This is an optimization exercise on Yosys and OpenROAD, whose aim is small area and a short achievable clock period, not a production implementation. Function was checked by simulation only, so behaviour that the tests miss may differ from the original.

==> 04-09 <==
==> flow/design.v (excerpt) <==
module chk_unit (
    input  wire        clk,
    input  wire        rst,
    input  wire        in_valid,
    input  wire        in_first,
    input  wire        in_last,
    input  wire [2:0]  in_code,
    input  wire [63:0] in_data,
    input  wire [3:0]  in_nbytes,
    input  wire [2:0]  in_tail,
    output wire        out_valid,
    output wire [31:0] out_value
);
==> flow/config.mk <==
export PLATFORM = sky130hd
export DESIGN_NAME = chk_unit
export DESIGN_NICKNAME = chk_unit
export VERILOG_FILES = /design/flow/design.v
export SDC_FILE = /design/flow/constraint.sdc
export NUM_CORES = 8
export LEC_CHECK = 0
export CAP_MARGIN = 20
export CORE_MARGIN = 2
export CORE_UTILIZATION = 40
export SLEW_MARGIN = 20
export SYNTH_HIERARCHICAL = 1
==> flow/constraint.sdc <==
create_clock -name core_clock -period 40.0 [get_ports {clk}]
set_input_delay 8.0000 -clock core_clock [delete_from_list [all_inputs] [get_ports {clk}]]
set_output_delay 8.0000 -clock core_clock [all_outputs]
set_load 0.01 [all_outputs]
standard.sh (not shown) runs the stock make flow with config.mk's settings and CLKGATE_MAP_FILE= SYNTH_SCRIPT=/design/flow/synth_recipe.tcl, a recipe that flattens the netlist after the stock synthesis.
==> flow/flow/run.sh <==
#!/bin/bash
# Standard layout, with the port buffers made of buf_2 cells.
set -euo pipefail
bash standard.sh synth > synth.log 2>&1
BUFFER_PORTS_ARGS="-buffer_cell sky130_fd_sc_hd__buf_2" bash standard.sh > layout.log 2>&1
==> 06-28 (differences from 04-09) <==
==> flow/run.sh (new file) <==
#!/bin/bash
# synth_recipe.tcl (not shown) runs the flow's synth.tcl, then flattens the netlist and writes it again
# the make line also repeats each setting of config.mk as NAME=value (left out here)
make -C /OpenROAD-flow-scripts/flow DESIGN_CONFIG=/design/flow/config.mk WORK_HOME=/design/flow/orfs CLKGATE_MAP_FILE= SYNTH_SCRIPT=/design/flow/synth_recipe.tcl finish
removed: flow/flow/run.sh
removed: flow/standard.sh
==> notes <==
- In flip-flop and latch count, 06-28 and 04-09 do not differ.
- Against 04-09, the hold slack of 06-28 is better by 0.019 ns.
- Maximum frequency is about the same in 04-09 and 06-28.
- Against 04-09, the clock-buffer cell count of 06-28 is higher by 2.
- Against 06-28, the critical path depth of 04-09 is higher by 25.
- Between 06-28 and 04-09, the lower cell area is in 04-09 (gap about 3%, measured against 04-09).
- In synthesized area, 06-28 and 04-09 do not differ.
- In 06-28 the clock skew is higher than in 04-09, by 0.0018 ns.


==> inputs of job 5592 <==
chk_unit, a different RTL version from the one above (not shown whole).
==> flow/config.mk <==
export PLATFORM = sky130hd
export DESIGN_NAME = chk_unit
export DESIGN_NICKNAME = chk_unit
export VERILOG_FILES = /design/flow/design.v
export SDC_FILE = /design/flow/constraint.sdc
export NUM_CORES = 8
export LEC_CHECK = 0
export CAP_MARGIN = 20
export CORE_MARGIN = 2
export CORE_UTILIZATION = 65
export CTS_CLUSTER_DIAMETER = 100
export CTS_CLUSTER_SIZE = 40
export SLEW_MARGIN = 20
export SYNTH_HIERARCHICAL = 1
==> flow/constraint.sdc <==
create_clock -name core_clock -period 40.0 [get_ports {clk}]
set_input_delay 8.0000 -clock core_clock [delete_from_list [all_inputs] [get_ports {clk}]]
set_output_delay 8.0000 -clock core_clock [all_outputs]
set_load 0.01 [all_outputs]
==> flow/flow/run.sh <==
#!/bin/bash
# Standard synthesis and layout, with the port buffers made of buf_2 cells.
set -euo pipefail
bash standard.sh synth > synth.log 2>&1
BUFFER_PORTS_ARGS="-buffer_cell sky130_fd_sc_hd__buf_2" bash standard.sh > layout.log 2>&1
==> job 3243: changes against job 5592 <==
--- a/flow/config.mk
+++ b/flow/config.mk
@@ -8,7 +8,5 @@
 export CAP_MARGIN = 20
 export CORE_MARGIN = 2
-export CORE_UTILIZATION = 65
-export CTS_CLUSTER_DIAMETER = 100
-export CTS_CLUSTER_SIZE = 40
+export CORE_UTILIZATION = 40
 export SLEW_MARGIN = 20
 export SYNTH_HIERARCHICAL = 1
==> comparison table <==
item                                                                          job 3243     job 5592
Clock Latency Late Sink                                                        0.44 ns      0.43 ns
Status                                                        timing/DRC/antenna clean  timing/DRC/antenna clean
Total half-perimeter wirelength after legalization and detailed placement      56.5 mm      44.4 mm
Routed wl met3                                                                 5.48 mm      8.40 mm
Count of fill cells added during filler insertion                                 3607         1787
Met2 routing resource usage after global routing                                 58.4%        71.4%
Global Route met3 Usage                                                          6.00%        13.7%
Post-layout min period                                                         9.15 ns      9.03 ns
Transition time at the pin with the least slew margin                          1.20 ns      1.25 ns
Non-clock buffer share of cell area                                              6.97%        5.87%
Area of the die                                                            37700 sq um  23500 sq um
Clock buffer and inverter area fraction after layout                             3.57%        3.50%

[what the ideal ports hide]
The flow's constraints put no driver on any port. The routed layouts listed below were extracted and timed again, unchanged, in two steps.
Step 1: set_driving_cell puts a clkbuf_16 on clk and a buf_2 on each other input, an assumption about the parent block.
Step 2 also shifts input and output timing later by t, the mid clock arrival at the registers, as if the neighbouring blocks saw the same clock.
a / b / c = no drivers / after step 1 / after step 2; a / b = the first two.
run | t (ns) | setup slack, ns | hold slack, ns | worst setup path at the end | worst slew at a driven data input, ns
04-09 | 0.493 | 30.540 / 30.540 / 30.540 | 0.529 / 0.529 / 0.529 | register to register | 0.04
06-28 | 0.487 | 30.530 / 30.477 / 30.720 | 0.548 / 0.548 / 0.548 | input to register | 0.05
job 5592 | 0.478 | 30.975 / 30.922 / 31.162 | 0.533 / 0.533 / 0.533 | input to register | 0.04
job 3243 | 0.490 | 30.851 / 30.798 / 31.167 | 0.529 / 0.529 / 0.529 | input to register | 0.09
After both steps every run listed still meets setup and hold.
